Context: an optimization exercise on an open-source flow, tuned for small area, a short achievable clock period and few clock cycles per item. The choices shown serve that exercise and are no tape-out recipe.
Function was checked by simulation only, so behaviour that the tests miss may differ from the original.

### design/flow/config.mk
export PLATFORM = sky130hd
export DESIGN_NAME = fab_tile_alu
export DESIGN_NICKNAME = fab_tile_alu
export VERILOG_FILES = /design/flow/design.v
export SDC_FILE = /design/flow/constraint.sdc
export NUM_CORES = 4
export LEC_CHECK = 0
export ABC_AREA = 1
export CAP_MARGIN = 20
export CORE_MARGIN = 2
export CORE_UTILIZATION = 25
export PLACE_DENSITY = 0.45
export SETUP_SLACK_MARGIN = 0.8
export SLEW_MARGIN = 20
### design/flow/design.v
module fab_align (
    input  wire [23:0] v,
    input  wire        fill,
    input  wire [5:0]  sa,
    output wire [47:0] u
);
    wire [47:0] s0 = {v, {24{fill}}};
    wire [47:0] s1 = sa[5] ? {{32{s0[47]}}, s0[47:32]} : s0;
    wire [47:0] s2 = sa[4] ? {{16{s1[47]}}, s1[47:16]} : s1;
    wire [47:0] s3 = sa[3] ? {{8{s2[47]}},  s2[47:8]}  : s2;
    wire [47:0] s4 = sa[2] ? {{4{s3[47]}},  s3[47:4]}  : s3;
    wire [47:0] s5 = sa[1] ? {{2{s4[47]}},  s4[47:2]}  : s4;
    assign      u  = sa[0] ? {s5[47], s5[47:1]}        : s5;
endmodule
module fab_round (
    input  wire [47:0] u,
    output wire [46:0] a
);
    wire [23:0] inc = u[24:1] + 24'd1;
    assign a = u[0] ? {{23{inc[23]}}, inc} : u[47:1];
endmodule
module fab_mul (
    input  wire [23:0] a,
    input  wire [23:0] b,
    output wire [47:0] p
);
    wire [24:0] bx = {b, 1'b0};
    wire [24:0] ax = {a[23], a};           
    reg  [47:0] acc;
    reg  [24:0] mag, pp;
    reg         one, two, neg;
    integer i;
    always @(*) begin
        acc = 48'd0;
        for (i = 0; i < 12; i = i + 1)
            acc = acc - (48'd1 << (24 + 2 * i));
        for (i = 0; i < 12; i = i + 1) begin
            one = bx[2*i+1] ^ bx[2*i];
            two = (bx[2*i+2] & ~bx[2*i+1] & ~bx[2*i]) | (~bx[2*i+2] & bx[2*i+1] & bx[2*i]);
            neg = bx[2*i+2];
            mag = ({25{one}} & ax) | ({25{two}} & {ax[23:0], 1'b0});
            pp  = mag ^ {25{neg}};
            acc = acc + ({23'd0, ~pp[24], pp[23:0]} << (2 * i)) + ({47'd0, neg} << (2 * i));
        end
    end
    assign p = acc;
endmodule
module fab_sat24 #(
    parameter W = 49
) (
    input  wire [W-1:0] v,
    output wire [23:0]  y,
    output wire         sat
);
    wire hi_ok = (v[W-1:23] == {(W-23){1'b0}});
    wire lo_ok = (v[W-1:23] == {(W-23){1'b1}});
    assign sat = ~(hi_ok | lo_ok);
    assign y   = sat ? {v[W-1], {23{~v[W-1]}}} : v[23:0];
endmodule
module fab_tile_alu (
    input  wire        clk,
    input  wire        rst,
    input  wire        in_valid,
    output wire        in_ready,
    input  wire [3:0]  kind,
    input  wire [3:0]  used,
    input  wire [23:0] x0,
    input  wire [23:0] x1,
    input  wire [23:0] x2,
    input  wire [23:0] x3,
    input  wire [4:0]  pt0,
    input  wire [4:0]  pt1,
    input  wire [4:0]  pt2,
    input  wire [4:0]  pt3,
    input  wire [4:0]  out_pt,
    input  wire [28:0] prm0,
    input  wire [28:0] prm1,
    input  wire [28:0] prm2,
    input  wire [23:0] y_prev,
    output reg         out_valid,
    output reg  [23:0] y,
    output reg         sat,
    output reg         pin
);
    localparam NSTEP = 2;                
    localparam NITER = 13;               
    localparam NBITS = NSTEP * NITER;    
    wire kSUM  = (kind == 4'h1);
    wire kGAIN = (kind == 4'h2);
    wire kMUL  = (kind == 4'h3);
    wire kLIM  = (kind == 4'h6);
    wire kMM   = (kind == 4'h7);
    wire kSEL  = (kind == 4'h8);
    wire kCMP  = (kind == 4'h9);
    wire kREC  = (kind == 4'hB);
    wire [23:0] xw0 = used[0] ? x0 : 24'd0;
    wire [23:0] xw1 = used[1] ? x1 : 24'd0;
    wire [23:0] xw2 = used[2] ? x2 : 24'd0;
    wire [23:0] xw3 = used[3] ? x3 : 24'd0;
    wire [23:0] P0  = prm0[23:0];
    wire lim_lo_p = kLIM & ~used[1];
    wire lim_hi_p = kLIM & ~used[2];
    wire rec_bad  = ~used[0] | x0[23] | (x0 == 24'd0);
    reg         r1_v;
    reg  [23:0] r1_s0, r1_s1, r1_s2, r1_s3;
    reg  [4:0]  r1_t0, r1_f0, r1_f1, r1_f2, r1_f3, r1_q, r1_pc;
    reg         r1_ex0, r1_ex1, r1_ex2, r1_ex3;
    reg  [7:0]  r1_sg;
    reg  [3:0]  r1_used;
    reg         r1_mx, r1_selp, r1_fill;
    reg         r1_SUM, r1_GAIN, r1_PROD, r1_LIM, r1_MM, r1_SEL, r1_CMP, r1_RECB, r1_REC;
    reg  [23:0] r1_S;
    reg         rdy;
    assign in_ready = rdy;
    wire acc = in_valid & rdy;
    always @(posedge clk) begin
        r1_s0 <= kREC ? (P0 ^ {24{P0[23]}}) : (kCMP ? xw1 : xw0);
        r1_s1 <= (kGAIN | lim_lo_p) ? P0 : ((kREC | kCMP) ? xw0 : xw1);
        r1_s2 <= kCMP ? P0 : (lim_hi_p ? prm1[23:0] : xw2);
        r1_s3 <= (kLIM | kCMP) ? y_prev : xw3;
        r1_t0 <= kCMP ? pt0 : out_pt;
        r1_f0 <= kCMP ? pt1 : pt0;
        r1_f1 <= pt1; r1_f2 <= pt2; r1_f3 <= pt3;
        r1_q  <= out_pt; r1_pc <= prm0[28:24];
        r1_ex0 <= 1'b0;
        r1_ex1 <= lim_lo_p | kCMP;
        r1_ex2 <= lim_hi_p | kCMP;
        r1_ex3 <= kLIM | kCMP;
        r1_sg  <= kSUM ? prm0[7:0] : 8'd0;
        r1_used <= used;
        r1_mx  <= prm0[0];
        r1_selp <= (xw2 != 24'd0);
        r1_fill <= kREC & P0[23];
        r1_SUM <= kSUM; r1_GAIN <= kGAIN; r1_PROD <= kGAIN | kMUL; r1_LIM <= kLIM;
        r1_MM <= kMM; r1_SEL <= kSEL; r1_CMP <= kCMP;
        r1_RECB <= kREC & rec_bad; r1_REC <= kREC & ~rec_bad;
        r1_S <= prm2[23:0];
    end
    function [5:0] sa_of(input [4:0] t, input [4:0] f, input ex);
        sa_of = ex ? 6'd23 : (6'd23 - {1'b0, t} + {1'b0, f});
    endfunction
    wire [6:0] e1     = {2'b0, r1_q} + {2'b0, r1_f0} - {2'b0, r1_pc} + 7'd1;
    wire       e1_hi  = ~e1[6] & (e1[5:0] > 6'd24);
    wire [5:0] sa_rec = e1_hi ? (6'd48 - e1[5:0]) : (6'd24 - e1[5:0]);
    wire [5:0] sa0 = r1_REC ? sa_rec : sa_of(r1_t0, r1_f0, r1_ex0);
    wire [5:0] sa1 = sa_of(r1_q, r1_f1, r1_ex1);
    wire [5:0] sa2 = sa_of(r1_q, r1_f2, r1_ex2);
    wire [5:0] sa3 = sa_of(r1_q, r1_f3, r1_ex3);
    wire [47:0] u0, u1, u2, u3;
    wire [46:0] a0, a1, a2, a3;
    fab_align al0 (.v(r1_s0), .fill(r1_fill), .sa(sa0), .u(u0));
    fab_align al1 (.v(r1_s1), .fill(1'b0),    .sa(sa1), .u(u1));
    fab_align al2 (.v(r1_s2), .fill(1'b0),    .sa(sa2), .u(u2));
    fab_align al3 (.v(r1_s3), .fill(1'b0),    .sa(sa3), .u(u3));
    fab_round rd0 (.u(u0), .a(a0));
    fab_round rd1 (.u(u1), .a(a1));
    fab_round rd2 (.u(u2), .a(a2));
    fab_round rd3 (.u(u3), .a(a3));
    wire [47:0] prod;
    fab_mul u_mul (.a(r1_s0), .b(r1_s1), .p(prod));
    wire [6:0]  spp = 7'd23 - {2'b0, r1_q} + {2'b0, r1_f0} + {2'b0, (r1_GAIN ? r1_pc : r1_f1)};
    wire [24:0] cm_a = {r1_s1[23], r1_s1} - {r1_s2[23], r1_s2};
    wire [24:0] cm_b = {r1_s1[23], r1_s1} + {r1_s2[23], r1_s2};
    wire [25:0] slo  = {{2{r1_s3[23]}}, r1_s3} - {2'b0, r1_S};
    wire [25:0] shi  = {{2{r1_s3[23]}}, r1_s3} + {2'b0, r1_S};
    reg         r2_v;
    reg  [46:0] r2_a0, r2_a1, r2_a2, r2_a3;
    reg  [47:0] r2_prod;
    reg  [6:0]  r2_spp;
    reg  [25:0] r2_shi;
    reg         r2_snz;
    reg  [7:0]  r2_sg;
    reg  [3:0]  r2_used;
    reg         r2_mx, r2_selp;
    reg         r2_SUM, r2_PROD, r2_LIM, r2_MM, r2_SEL, r2_CMP, r2_RECB;
    always @(posedge clk) begin
        r2_a0 <= a0;
        r2_a1 <= r1_CMP ? {{22{cm_a[24]}}, cm_a} : a1;
        r2_a2 <= r1_CMP ? {{22{cm_b[24]}}, cm_b} : a2;
        r2_a3 <= r1_LIM ? {{21{slo[25]}}, slo} : a3;
        r2_prod <= prod;
        r2_spp <= spp;
        r2_shi <= shi;
        r2_snz <= (r1_S != 24'd0);
        r2_sg <= r1_sg;
        r2_used <= r1_used;
        r2_mx <= r1_mx;
        r2_selp <= r1_selp;
        r2_SUM <= r1_SUM; r2_PROD <= r1_PROD; r2_LIM <= r1_LIM; r2_MM <= r1_MM;
        r2_SEL <= r1_SEL; r2_CMP <= r1_CMP; r2_RECB <= r1_RECB;
    end
    function [48:0] term(input [46:0] a, input [1:0] c);
        case (c)
            2'b01:   term = {{2{a[46]}}, a};
            2'b11:   term = ~{{2{a[46]}}, a};
            default: term = 49'd0;
        endcase
    endfunction
    wire [48:0] sum = term(r2_a0, r2_sg[1:0]) + term(r2_a1, r2_sg[3:2])
                    + term(r2_a2, r2_sg[5:4]) + term(r2_a3, r2_sg[7:6])
                    + (r2_sg[1:0] == 2'b11) + (r2_sg[3:2] == 2'b11)
                    + (r2_sg[5:4] == 2'b11) + (r2_sg[7:6] == 2'b11);
    wire L   = $signed(r2_a1) > $signed(r2_a0);
    wire H   = $signed(r2_a0) > $signed(r2_a2);
    wire M   = $signed(r2_a1) > $signed(r2_a2);
    wire E   = (r2_a0 == r2_a2);
    wire G32 = $signed(r2_a3) > $signed(r2_a2);
    wire selA = ~r2_used[0] | (r2_used[1] & (L ~^ r2_mx));
    wire selB = ~r2_used[2] | (r2_used[3] & (G32 ~^ r2_mx));
    wire [46:0] wA = selA ? r2_a1 : r2_a0;
    wire [46:0] wB = selB ? r2_a3 : r2_a2;
    wire uA = r2_used[0] | r2_used[1];
    wire uB = r2_used[2] | r2_used[3];
    wire gtBA  = $signed(wB) > $signed(wA);
    wire selAB = ~uA | (uB & (gtBA ~^ r2_mx));
    wire [46:0] mm = (uA | uB) ? (selAB ? wB : wA) : 47'd0;
    wire [46:0] sel_v = r2_selp ? r2_a1 : r2_a0;
    wire sel_hi = (~L & H) | (L & M);
    wire sel_lo = L & ~M;
    wire [46:0] c2 = sel_hi ? r2_a2 : (sel_lo ? r2_a1 : r2_a0);
    wire pin1 = (~L & H) | (L & (~M | ~E));
    wire c_lo = r2_snz & ($signed(c2) < $signed(r2_a3));
    wire c_hi = r2_snz & ($signed(c2) > $signed({{21{r2_shi[25]}}, r2_shi}));
    wire [46:0] c3 = c_lo ? r2_a3 : (c_hi ? {{21{r2_shi[25]}}, r2_shi} : c2);
    wire l_pin = pin1 | c_lo | c_hi;
    wire [23:0] cmp_y = L ? 24'h7F_FFFF : (H ? 24'h00_0000 : r2_a3[23:0]);
    wire signed [71:0] psh = $signed({r2_prod, 24'd0}) >>> r2_spp;
    wire        p_ovf = ~((psh[71:25] == {47{1'b0}}) | (psh[71:25] == {47{1'b1}}));
    wire [26:0] p_r   = {psh[25], psh[25:0]} + 27'd1;
    wire [25:0] p_rr  = p_r[26:1];
    wire        p_sat = p_ovf | ~((p_rr[25:23] == 3'b000) | (p_rr[25:23] == 3'b111));
    wire [23:0] p_y   = p_sat ? {r2_prod[47], {23{~r2_prod[47]}}} : p_rr[23:0];
    reg  [48:0] wres;
    always @(*) begin
        if (r2_SUM)      wres = sum;
        else if (r2_LIM) wres = {{2{c3[46]}}, c3};
        else if (r2_MM)  wres = {{2{mm[46]}}, mm};
        else             wres = {{2{sel_v[46]}}, sel_v};
    end
    wire [23:0] w_y;
    wire        w_sat;
    fab_sat24 #(.W(49)) u_sat (.v(wres), .y(w_y), .sat(w_sat));
    reg  [23:0] o_y;
    reg         o_sat;
    always @(*) begin
        if (r2_SUM | r2_LIM | r2_MM | r2_SEL) begin
            o_y = w_y; o_sat = w_sat;
        end else if (r2_PROD) begin
            o_y = p_y; o_sat = p_sat;
        end else if (r2_CMP) begin
            o_y = cmp_y; o_sat = 1'b0;
        end else if (r2_RECB) begin
            o_y = 24'h7F_FFFF; o_sat = 1'b1;
        end else begin
            o_y = 24'd0; o_sat = 1'b0;
        end
    end
    wire [47:0] dv_w   = e1_hi ? {u0[23:0], {24{r1_fill}}} : u0;
    wire        dv_bg  = e1_hi & (u0[47:24] != 24'd0);
    reg  [22:0] dv_d;
    reg  [22:0] dv_r;
    reg  [NBITS-1:0] dv_q;
    reg         dv_sgn, dv_big;
    reg         dv_it, dv_first, dv_fin;
    reg  [3:0]  dv_cnt;
    function [23+NBITS-1:0] dstep(input [22:0] r, input [NBITS-1:0] q, input [22:0] d);
        reg [23:0] t;
        begin
            t = {r, q[NBITS-1]};
            if (t >= {1'b0, d}) begin
                t = t - {1'b0, d};
                dstep = {t[22:0], q[NBITS-2:0], 1'b1};
            end else begin
                dstep = {t[22:0], q[NBITS-2:0], 1'b0};
            end
        end
    endfunction
    reg  [22:0]      st_r [0:NSTEP];
    reg  [NBITS-1:0] st_q [0:NSTEP];
    integer k;
    always @(*) begin
        st_r[0] = dv_r;
        st_q[0] = dv_q;
        for (k = 0; k < NSTEP; k = k + 1)
            {st_r[k+1], st_q[k+1]} = dstep(st_r[k], st_q[k], dv_d);
    end
    wire [22:0] dv_top = {dv_r[22-(NBITS-25):0], dv_q[NBITS-1:25]};
    wire        dv_ovf = dv_big | (dv_r[22:23-(NBITS-25)] != 0) | (dv_top >= dv_d);
    wire [24:0] gm   = dv_q[24:0];
    wire [25:0] g_t  = dv_sgn ? ~{2'b0, gm[24:1]} : {2'b0, gm[24:1]};
    wire [25:0] g_r  = g_t + {25'd0, gm[0] ^ dv_sgn};
    wire        g_sat = ~((g_r[25:23] == 3'b000) | (g_r[25:23] == 3'b111));
    wire [23:0] g_y   = g_sat ? {dv_sgn, {23{~dv_sgn}}} : g_r[23:0];
    wire dv_load = r1_v & r1_REC;
    always @(posedge clk) begin
        if (rst) begin
            r1_v      <= 1'b0;
            r2_v      <= 1'b0;
            rdy       <= 1'b1;
            dv_it     <= 1'b0;
            dv_fin    <= 1'b0;
            out_valid <= 1'b0;
        end else begin
            r1_v      <= acc;
            r2_v      <= r1_v & ~r1_REC;
            out_valid <= 1'b0;
            if (acc & kREC & ~rec_bad) rdy <= 1'b0;
            if (r2_v) begin
                y         <= o_y;
                sat       <= o_sat;
                pin       <= r2_LIM & l_pin;
                out_valid <= 1'b1;
            end
            dv_fin <= 1'b0;
            if (dv_fin) begin
                y         <= g_y;
                sat       <= g_sat;
                pin       <= 1'b0;
                out_valid <= 1'b1;
            end
            if (dv_it) begin
                dv_first <= 1'b0;
                dv_cnt   <= dv_cnt - 4'd1;
                if (dv_cnt == 4'd1) rdy <= 1'b1;
                if (dv_first & dv_ovf) begin
                    dv_it     <= 1'b0;
                    y         <= {dv_sgn, {23{~dv_sgn}}};
                    sat       <= 1'b1;
                    pin       <= 1'b0;
                    out_valid <= 1'b1;
                    rdy       <= 1'b1;
                end else if (dv_cnt == 4'd0) begin
                    dv_it  <= 1'b0;
                    dv_fin <= 1'b1;
                end
            end
            if (dv_load) begin
                dv_it    <= 1'b1;
                dv_first <= 1'b1;
                dv_cnt   <= NITER - 1;
                if (NITER == 1) rdy <= 1'b1;
            end
        end
    end
    always @(posedge clk) begin
        if (dv_load) begin
            dv_d   <= r1_s1[22:0];
            dv_r   <= dv_w[47:NBITS];
            dv_q   <= dv_w[NBITS-1:0];
            dv_sgn <= r1_fill;
            dv_big <= dv_bg;
        end else if (dv_it) begin
            dv_r <= st_r[NSTEP];
            dv_q <= st_q[NSTEP];
        end
    end
endmodule
### design/flow/run.sh
#!/bin/bash
# synth_recipe.tcl (not shown) runs the flow's synth.tcl, then flattens the netlist and writes it again
# the make line also repeats each setting of config.mk as NAME=value (left out here)
make -C /OpenROAD-flow-scripts/flow DESIGN_CONFIG=/design/flow/config.mk WORK_HOME=/design/flow/orfs CLKGATE_MAP_FILE= SYNTH_SCRIPT=/design/flow/synth_recipe.tcl finish
### design/flow/constraint.sdc
create_clock -name core_clock -period 22.0 [get_ports {clk}]
set_input_delay 4.4000 -clock core_clock [delete_from_list [all_inputs] [get_ports {clk}]]
set_output_delay 4.4000 -clock core_clock [all_outputs]
set_load 0.01 [all_outputs]
==> impl_metrics.toml <==
[status]
status = "complete, no violations"

[routing]
ant_nets = 0
wl_per_cell_um = 22.94
vias = 82330
drtIter0Drc = 8568
vias_per_cell = 5.087
dr.pass1.iters = 8
drc_errors = 0
postRouteWirelength_um = 371400

[sta]
hold_viol_final = 0
maxSlewViolCount = 0
timing.fmax_mhz = 80.16
min_period_over_period = 0.5670
rsz0062_at_grt = "no"
finClkSkew_ns = 0.04101
worstMarginPinSlew_ns = 1.216
finalSetupViolCount = 0
tns_ns = 0
post-route-min-period_ns = 12.47
maxSlewHeadroom = 0.1868

[clock_tree]
cts_buffers = 78
cts_root_buf = "clkbuf_16"
cts.path.max_buffers = 3
cts_setup_buffers = 0
insertion_delay_ns = 0.76
path_clk_slew_ns = 0.06
cts_resized = 0
cts-htree-levels = 3
cts.sinks = 584
ctsHoldBuffers = 0
cts_tree = "built"

[global_routing]
grt_pass1_wl_um = 534500
antenna_found_initial = 40
grt_overflow = 0
grt.total_usage = 0.2225
grt_max_degree = 73
grt_pass1_vias = 76800

[synthesis]
synth_ff_type = "dfxtp_1"
yosysUniqueCellTypes = 81
synth_compound_area_frac = 0.2313
synth_seq_cells = 584
synth_mux_area_frac = 0.01647
netlist_area_um2 = 79250
synthSimpleGateAreaFrac = 0.2245
synth-adder-area-share = 0.2046
synth_top_family_by_area = "compound AO/OA/AOI/OAI gates"
avgSynthCellArea_um2 = 6.557
synth-xor-area-share = 0.05801
netlist_instances = 12090
syn_nets = 13420
synth-async-reset-ratio = 0
yosysWarnings = 4
synth_edf_count = 104
synth_seq_area_share = 0.1607

[job]
cap_violations = 0

[worst_setup_path]
path_common_cell = "nand2_1"
cpPeakStageDelay_ns = 0.69
worst-setup-path-type = "flop to flop"
r2r_slack_ns = 9.53
worstPathArrival_ns = 12.96
path_depth = 46
worstSetupEndpointType = "flop"
crit_slowest_cell = "buf_4"
crit_fanout = 64
reg2reg_depth = 46
worst-path-buf-inv = 7
cp-start-kind = "flop"
cp_top_family = "simple AND/OR/NAND/NOR gates"
critPathRequiredTime_ns = 22.49

[die]
chipHeight_um = 567.0
initial_core_util = 0.2514
core_area_um2 = 315200
rows = 206
die_w_um = 567.0
dieArea_um2 = 321500
io_pins = 271

[placement]
place_hpwl_um = 298300
gp_congestion = 0.9641
port_buffers = 260

[cells_and_area]
nNetsFinal = 13290
area_delta_synth_final_pct = 12.07
drive_above_1_share = 0.04627
final_common_cell = "nand2_1"
final_cell_mix = "nand2_1, o21ai_0, inv_1"
post-route-util = 0.2817

[worst_hold_path]
hold_class = "flop to flop"
hold-path-cell-count = 0
area by class of cell:
type	instances	area [um^2]
well taps	4160	5205
repair buffers	455	4074
flip-flops and latches	584	12740
multi-input cells	9356	58470
diodes	8	20.02
fillers	35720	226400
clock inverters	41	524.3
clock buffers	103	2221
inverters	1478	5552
cell families after synthesis:
group | count (synthesis)
AND/OR/NAND/NOR | 4326
AO/OA/AOI/OAI | 3282
buffers and inverters | 2146
adder cells (fa/ha/maj) | 1094
flip-flops | 584
XOR/XNOR | 524
multiplexers | 130
cell usage after synthesis (22+ instances only):
master / number / share of area
nor4_1: 59 / 0.0047
mux2i_1: 127 / 0.016
a211oi_1: 27 / 0.0026
xnor2_1: 80 / 0.0088
or2_2: 35 / 0.0028
clkbuf_1: 473 / 0.022
o221ai_1: 52 / 0.0057
fa_1: 336 / 0.085
clkinv_1: 22 / 0.0010
o211ai_1: 169 / 0.016
a22oi_1: 29 / 0.0027
ha_1: 758 / 0.12
nor2_1: 607 / 0.029
nor3_1: 63 / 0.0040
o21bai_1: 36 / 0.0034
nand2_1: 2970 / 0.14
xor2_1: 443 / 0.049
edfxtp_1: 104 / 0.039
o21a_1: 22 / 0.0021
o21ai_1: 161 / 0.010
nand3_1: 368 / 0.023
o22ai_1: 307 / 0.024
inv_1: 1422 / 0.067
o21ai_0: 1511 / 0.095
nand4_1: 123 / 0.0097
a21oi_1: 744 / 0.047
buf_1: 107 / 0.0051
a31oi_1: 77 / 0.0061
buf_2: 59 / 0.0037
inv_2: 32 / 0.0015
dfxtp_1: 480 / 0.12
flip-flops by register name, indices dropped and copies added, names as in the netlist, 26 cells and up:
signal / flops
r2_shi: 26
r2_prod: 48
dv_q: 26
r2_a3: 47
r2_a1: 47
r2_a2: 47
r2_a0: 47
stage by stage:
step / hold WS (ns) / std cells / cell area (um^2) / setup slack (ns)
CTS: 0.3254 / 16180 / 88750 / 10.06
detailed placement: 0.3121 / 16030 / 86000 / 10.11
finish: 0.3253 / 16190 / 88810 / 9.525
global placement: 0.3114 / 16030 / 86000 / 10.08
floorplan: 0.3096 / 12090 / 79250 / 14.66
global route: 0.3247 / 16180 / 88800 / 9.072
routing by layer:
layer | track usage | up-vias | wire length [um]
li1 | - | 40120 | -
met1 | 0.3263 | 38940 | 176700
met2 | 0.3313 | 2828 | 154600
met3 | 0.03172 | 425 | 27190
met4 | 0.06964 | 12 | 12750
met5 | 0 | - | 79
path summary, 6_finish.rpt:
kind           endpoint       start
max               y[21]   r2_a0[46]
min          r2_used[2]  r1_used[2]
max reg2reg       y[21]   r2_a0[46]
min reg2reg  r2_used[2]  r1_used[2]
Testbench counts, summed over its fixed seeds: cycles 10,110, items 6,400.

[static timing again, ports no longer ideal]
How much do the figures lean on ideal ports? The routed layout below was timed once more, with nothing changed but the port constraints. Step 1 (the two cells are an assumption about what drives the block):
set clk [get_ports {clk}]
set_driving_cell -lib_cell sky130_fd_sc_hd__clkbuf_16 $clk
set_driving_cell -lib_cell sky130_fd_sc_hd__buf_2 [delete_from_list [all_inputs] $clk]
Step 2 also shifts input and output timing later by t, the mid clock arrival at the registers, as if the neighbouring blocks saw the same clock. Slacks: ideal ports / drivers / drivers and shift; pairs: ideal ports / drivers.
t (ns): 0.837
setup slack, ns: 9.525 / 9.525 / 9.525
worst hold slack (ns): 0.325 / 0.325 / 0.325
latest minus earliest clock arrival (ns): 0.043 / 0.042
After both steps setup and hold are still met in this run. For this run, drivers alone change the setup slack by 0.000 ns; drivers and shift together by 0.000 ns.
